This design comes from an exercise in tuning for small area and a short achievable clock period on the open sky130 flow, not from production work.

==> run a: inputs <==
==> flow/design.v (excerpt) <==
module rs37_decoder (
    input  wire         clk,
    input  wire         rst,
    input  wire         in_valid,
    input  wire [295:0] in_word,
    input  wire [2:0]   in_poison,
    output reg          out_valid,
    output reg  [255:0] out_data,
    output reg  [1:0]   out_result,
    output reg  [7:0]   out_sym_a,
    output reg  [7:0]   out_sym_b
);
clock: 25.0 ns
lec_check: 0
cap_margin: 20
core_margin: 2
core_utilization: 50
place_density: 0.65
slew_margin: 20
standard.sh (not shown) runs the stock make flow with config.mk's settings and CLKGATE_MAP_FILE= SYNTH_SCRIPT=/design/flow/synth_recipe.tcl, a recipe that flattens the netlist after the stock synthesis.
==> flow/flow/run.sh <==
#!/bin/bash
# Own flow: the standard layout (standard.sh) with two changes:
#  - synthesis maps the combinational logic with flow/abc.script (area-oriented
#    mapping, then buffering and sizing) instead of ORFS's abc_speed.script;
#    the rest of the synthesis is synth_recipe.tcl unchanged (see synth.tcl);
#  - the port buffers are buf_2 cells (ORFS's buffer_ports picks a delay cell,
#    clkdlybuf4s50_1, by default). Every port still gets its buffer.
# The ORFS tools write their logs to orfs/logs; make's output is in flow_make.log.
set -euo pipefail
WORK=$(pwd)
export OWN_WORK=$WORK
export OWN_ABC_SCRIPT=$WORK/flow/abc.script
bash standard.sh SYNTH_SCRIPT=$WORK/flow/synth.tcl \
  "BUFFER_PORTS_ARGS=-buffer_cell sky130_fd_sc_hd__buf_2" finish > $WORK/flow_make.log 2>&1
==> flow/flow/abc.script <==
strash
dch
map -a
topo
stime -c
buffer -c
upsize -c
dnsize -c
==> flow/flow/synth.tcl <==
# The standard synthesis (synth_recipe.tcl, unchanged), with one difference: abc maps the
# combinational logic with flow/abc.script (area-oriented mapping, then buffering and sizing)
# instead of ORFS's abc_speed.script. Flip-flops are mapped by dfflibmap as before.
proc abc {args} {
  set i [lsearch -exact $args -script]
  if {$i >= 0} { lset args [expr {$i + 1}] $::env(OWN_ABC_SCRIPT) }
  yosys abc {*}$args
}
source $::env(OWN_WORK)/synth_recipe.tcl
==> run b: changes against run a <==
--- a/flow/design.v
+++ b/flow/design.v
@@ -2153,152 +2153,127 @@
     wire [7:0] s0 = syn[7:0];
     wire [7:0] s1 = syn[15:8];
     wire [7:0] s2 = syn[23:16];
     wire [7:0] s3 = syn[31:24];
     wire [7:0] s4 = syn[39:32];
     wire nz = syn != 40'd0;
     wire [255:0] d = w1[255:0];
     wire m = m1;
+    wire [7:0] det = gf_mul(s0, s2) ^ gf_sq(s1);
+    wire [7:0] n1 = gf_mul(s0, s3) ^ gf_mul(s1, s2);
+    wire [7:0] n2 = gf_sq(s2) ^ gf_mul(s1, s3);
+    wire two = det != 8'd0;
+    wire [7:0] a_c = two ? det : s0;
+    wire [7:0] b_c = two ? n2 : s2;
+    wire [7:0] lsel = two ? n1 : s1;
     reg v2;
     reg [7:0] s0_r2;
     reg [7:0] s1_r2;
     reg [7:0] s2_r2;
     reg [7:0] s3_r2;
     reg [7:0] s4_r2;
     reg nz_r2;
     reg [255:0] d_r2;
     reg m_r2;
+    reg [7:0] det_r2;
+    reg [7:0] n1_r2;
+    reg [7:0] n2_r2;
+    reg two_r2;
+    reg [7:0] a_c_r2;
+    reg [7:0] b_c_r2;
+    reg [7:0] lsel_r2;
     always @(posedge clk) begin
         if (rst)
             v2 <= 1'b0;
         else
             v2 <= v1;
         s0_r2 <= s0;
         s1_r2 <= s1;
         s2_r2 <= s2;
         s3_r2 <= s3;
         s4_r2 <= s4;
         nz_r2 <= nz;
         d_r2 <= d;
         m_r2 <= m;
-    end
-    wire [7:0] det = gf_mul(s0_r2, s2_r2) ^ gf_sq(s1_r2);
-    wire [7:0] n1 = gf_mul(s0_r2, s3_r2) ^ gf_mul(s1_r2, s2_r2);
-    wire [7:0] n2 = gf_sq(s2_r2) ^ gf_mul(s1_r2, s3_r2);
-    wire two = det != 8'd0;
-    wire [7:0] a_c = two ? det : s0_r2;
-    wire [7:0] b_c = two ? n2 : s2_r2;
-    wire [7:0] lsel = two ? n1 : s1_r2;
-    wire [7:0] inva = gf_inv(a_c);
-    wire [7:0] invn = gf_inv(n1);
-    wire [7:0] n2d = gf_mul(n2, det);
-    wire [7:0] s1d = gf_mul(s1_r2, det);
+        det_r2 <= det;
+        n1_r2 <= n1;
+        n2_r2 <= n2;
+        two_r2 <= two;
+        a_c_r2 <= a_c;
+        b_c_r2 <= b_c;
+        lsel_r2 <= lsel;
+    end
+    wire kz = (gf_mul(a_c_r2, s4_r2) ^ gf_mul(n1_r2, s3_r2) ^ gf_mul(b_c_r2, s2_r2)) == 8'd0;
+    wire n1z = n1_r2 == 8'd0;
+    wire [7:0] inva = gf_inv(a_c_r2);
+    wire [7:0] invn = gf_inv(n1_r2);
+    wire [7:0] n2d = gf_mul(n2_r2, det_r2);
+    wire [7:0] s1d = gf_mul(s1_r2, det_r2);
+    wire [7:0] l1 = gf_mul(lsel_r2, inva);
+    wire [7:0] cq = gf_mul(n2d, gf_sq(invn));
+    wire [7:0] q = two_r2 ? gf_mul(s1d, invn) : s0_r2;
+    wire [7:0] z = two_r2 ? qsolve(cq) : 8'h01;
+    wire en1 = nz_r2 & ~m_r2 & kz & (two_r2 ? ~cq[5] : n1z);
+    wire en2 = nz_r2 & ~m_r2 & kz & two_r2 & ~cq[5];
     reg v3;
     reg [7:0] s0_r3;
-    reg [7:0] s2_r3;
-    reg [7:0] s3_r3;
-    reg [7:0] s4_r3;
     reg nz_r3;
     reg [255:0] d_r3;
     reg m_r3;
-    reg [7:0] n1_r3;
     reg two_r3;
-    reg [7:0] a_c_r3;
-    reg [7:0] b_c_r3;
-    reg [7:0] lsel_r3;
-    reg [7:0] inva_r3;
-    reg [7:0] invn_r3;
-    reg [7:0] n2d_r3;
-    reg [7:0] s1d_r3;
+    reg [7:0] l1_r3;
+    reg [7:0] q_r3;
+    reg [7:0] z_r3;
+    reg en1_r3;
+    reg en2_r3;
     always @(posedge clk) begin
         if (rst)
             v3 <= 1'b0;
         else
             v3 <= v2;
         s0_r3 <= s0_r2;
-        s2_r3 <= s2_r2;
-        s3_r3 <= s3_r2;
-        s4_r3 <= s4_r2;
         nz_r3 <= nz_r2;
         d_r3 <= d_r2;
         m_r3 <= m_r2;
-        n1_r3 <= n1;
-        two_r3 <= two;
-        a_c_r3 <= a_c;
-        b_c_r3 <= b_c;
-        lsel_r3 <= lsel;
-        inva_r3 <= inva;
-        invn_r3 <= invn;
-        n2d_r3 <= n2d;
-        s1d_r3 <= s1d;
-    end
-    wire kz = (gf_mul(a_c_r3, s4_r3) ^ gf_mul(n1_r3, s3_r3) ^ gf_mul(b_c_r3, s2_r3)) == 8'd0;
-    wire n1z = n1_r3 == 8'd0;
-    wire [7:0] l1 = gf_mul(lsel_r3, inva_r3);
-    wire [7:0] cq = gf_mul(n2d_r3, gf_sq(invn_r3));
-    wire [7:0] q = two_r3 ? gf_mul(s1d_r3, invn_r3) : s0_r3;
-    wire [7:0] z = two_r3 ? qsolve(cq) : 8'h01;
-    wire en1 = nz_r3 & ~m_r3 & kz & (two_r3 ? ~cq[5] : n1z);
-    wire en2 = nz_r3 & ~m_r3 & kz & two_r3 & ~cq[5];
-    wire [7:0] x1 = gf_mul(l1, z);
-    wire [7:0] x2 = x1 ^ l1;
-    wire [7:0] y1 = q ^ gf_mul(s0_r3, z ^ 8'h01);
+        two_r3 <= two_r2;
+        l1_r3 <= l1;
+        q_r3 <= q;
+        z_r3 <= z;
+        en1_r3 <= en1;
+        en2_r3 <= en2;
+    end
+    wire [7:0] x1 = gf_mul(l1_r3, z_r3);
+    wire [7:0] x2 = x1 ^ l1_r3;
+    wire [7:0] y1 = q_r3 ^ gf_mul(s0_r3, z_r3 ^ 8'h01);
     wire [7:0] y2 = y1 ^ s0_r3;
-    reg v4;
-    reg nz_r4;
-    reg [255:0] d_r4;
-    reg m_r4;
-    reg two_r4;
-    reg en1_r4;
-    reg en2_r4;
-    reg [7:0] x1_r4;
-    reg [7:0] x2_r4;
-    reg [7:0] y1_r4;
-    reg [7:0] y2_r4;
-    always @(posedge clk) begin
-        if (rst)
-            v4 <= 1'b0;
-        else
-            v4 <= v3;
-        nz_r4 <= nz_r3;
-        d_r4 <= d_r3;
-        m_r4 <= m_r3;
-        two_r4 <= two_r3;
-        en1_r4 <= en1;
-        en2_r4 <= en2;
-        x1_r4 <= x1;
-        x2_r4 <= x2;
-        y1_r4 <= y1;
-        y2_r4 <= y2;
-    end
     reg [36:0] hit1, hit2;
     integer k;
     always @(*) begin
         for (k = 0; k < 37; k = k + 1) begin
-            hit1[k] = x1_r4 == ALOC[8*k +: 8];
-            hit2[k] = x2_r4 == ALOC[8*k +: 8];
+            hit1[k] = x1 == ALOC[8*k +: 8];
+            hit2[k] = x2 == ALOC[8*k +: 8];
         end
     end
-    wire ok  = (|hit1) & (en1_r4 & ~two_r4 | en2_r4 & (|hit2));
-    wire ok2 = ok & two_r4;
-    wire [5:0] i1  = loc_idx(x1_r4);
-    wire [5:0] i2  = loc_idx(x2_r4);
+    wire ok  = (|hit1) & (en1_r3 & ~two_r3 | en2_r3 & (|hit2));
+    wire ok2 = ok & two_r3;
+    wire [5:0] i1  = loc_idx(x1);
+    wire [5:0] i2  = loc_idx(x2);
     wire       swp = i2 < i1;
     wire [5:0] pa  = ok  ? ((ok2 & swp) ? i2 : i1) : 6'd63;
     wire [5:0] pb  = ok2 ? (swp ? i1 : i2) : 6'd63;
     reg [255:0] data_c;
     integer b;
     always @(*) begin
         for (b = 0; b < 256; b = b + 1)
-            data_c[b] = d_r4[b] ^ (ok & hit1[b/8] & y1_r4[b%8]) ^ (ok2 & hit2[b/8] & y2_r4[b%8]);
+            data_c[b] = d_r3[b] ^ (ok & hit1[b/8] & y1[b%8]) ^ (ok2 & hit2[b/8] & y2[b%8]);
     end
     always @(posedge clk) begin
         if (rst)
             out_valid <= 1'b0;
         else
-            out_valid <= v4;
+            out_valid <= v3;
         out_data   <= data_c;
-        out_result <= m_r4 ? 2'd3 : (!nz_r4 ? 2'd0 : (ok ? 2'd1 : 2'd2));
+        out_result <= m_r3 ? 2'd3 : (!nz_r3 ? 2'd0 : (ok ? 2'd1 : 2'd2));
         out_sym_a  <= {{2{&pa}}, pa};
         out_sym_b  <= {{2{&pb}}, pb};
     end
 endmodule
==> flow/run.sh (new file) <==
#!/bin/bash
# synth_recipe.tcl (not shown) runs the flow's synth.tcl, then flattens the netlist and writes it again
# the make line also repeats each setting of config.mk as NAME=value (left out here)
make -C /OpenROAD-flow-scripts/flow DESIGN_CONFIG=/design/flow/config.mk WORK_HOME=/design/flow/orfs CLKGATE_MAP_FILE= SYNTH_SCRIPT=/design/flow/synth_recipe.tcl finish
==> flow/config.mk (replaced) <==
export PLATFORM = sky130hd
export DESIGN_NAME = rs37_decoder
export DESIGN_NICKNAME = rs37_decoder
export VERILOG_FILES = /design/flow/design.v
export SDC_FILE = /design/flow/constraint.sdc
export NUM_CORES = 4
export LEC_CHECK = 0
export CAP_MARGIN = 20
export CORE_MARGIN = 2
export CORE_UTILIZATION = 40
export PLACE_DENSITY = 0.6
export SLEW_MARGIN = 20
removed: flow/flow/run.sh
removed: flow/flow/abc.script
removed: flow/flow/synth.tcl
removed: flow/standard.sh
==> run notes <==
| quantity | run b | run a |
|---|---|---|
| Maximum number of pins on one net before global-route repair | 74 | 71 |
| Multi-input logic portion of the cell area | 53.6% | 48.8% |
| Met3 usage | 16.9% | 20.4% |
| Clock Latency Late Sink | 860 ps | 840 ps |
| Overall Global Routing Usage | 44.7% | 50.2% |
| Via count | 64,200 | 68,900 |
| Clock-cell share of area | 5.50% | 6.04% |
| Depth of the worst register-to-register path | 23 | 25 |
| Total met3 wirelength after detailed routing | 57,300 um | 60,800 um |
| Result of the run | no timing/DRC/antenna violations | no timing/DRC/antenna violations |
| Placeable core region | 183,000 um^2 | 150,000 um^2 |
| Compound-cell area share of the yosys netlist | 9.60% | 4.44% |
| Post-DR vias/cell | 5.95 | 5.96 |
| Number of nets in the finished design | 8,499 | 9,716 |
| Non-filler cells in the finished layout | 10,800 | 11,600 |
| Post-synthesis share of cell area spent on full adders, half adders and majority gates | 0.675% | 0.624% |
Function was not checked in any run of this note: the RTL went through the layout flow alone.

==> port drivers added, routing unchanged <==
No port has a modelled driver above. Below, the same layouts with a new extraction and two added sets of constraints. Step 1 assumes that a clkbuf_16 drives the clock port and a buf_2 every other input. Step 2 adds t to the input delays and takes it off the output delays; t is the mean of the earliest and latest rising clock arrival at the registers after step 1. Input paths then give back, and output paths get back, about the clock's delay inside the block. Three values: no drivers, after step 1, after step 2; two values: the first two.
run	t (ns)	setup WS [ns]	worst hold slack (ns)
run a	0.898	17.580 / 17.580 / 17.580	0.308 / 0.308 / 0.308
run b	0.924	14.367 / 14.367 / 14.367	0.292 / 0.292 / 0.292
After both steps every run listed still meets setup and hold.
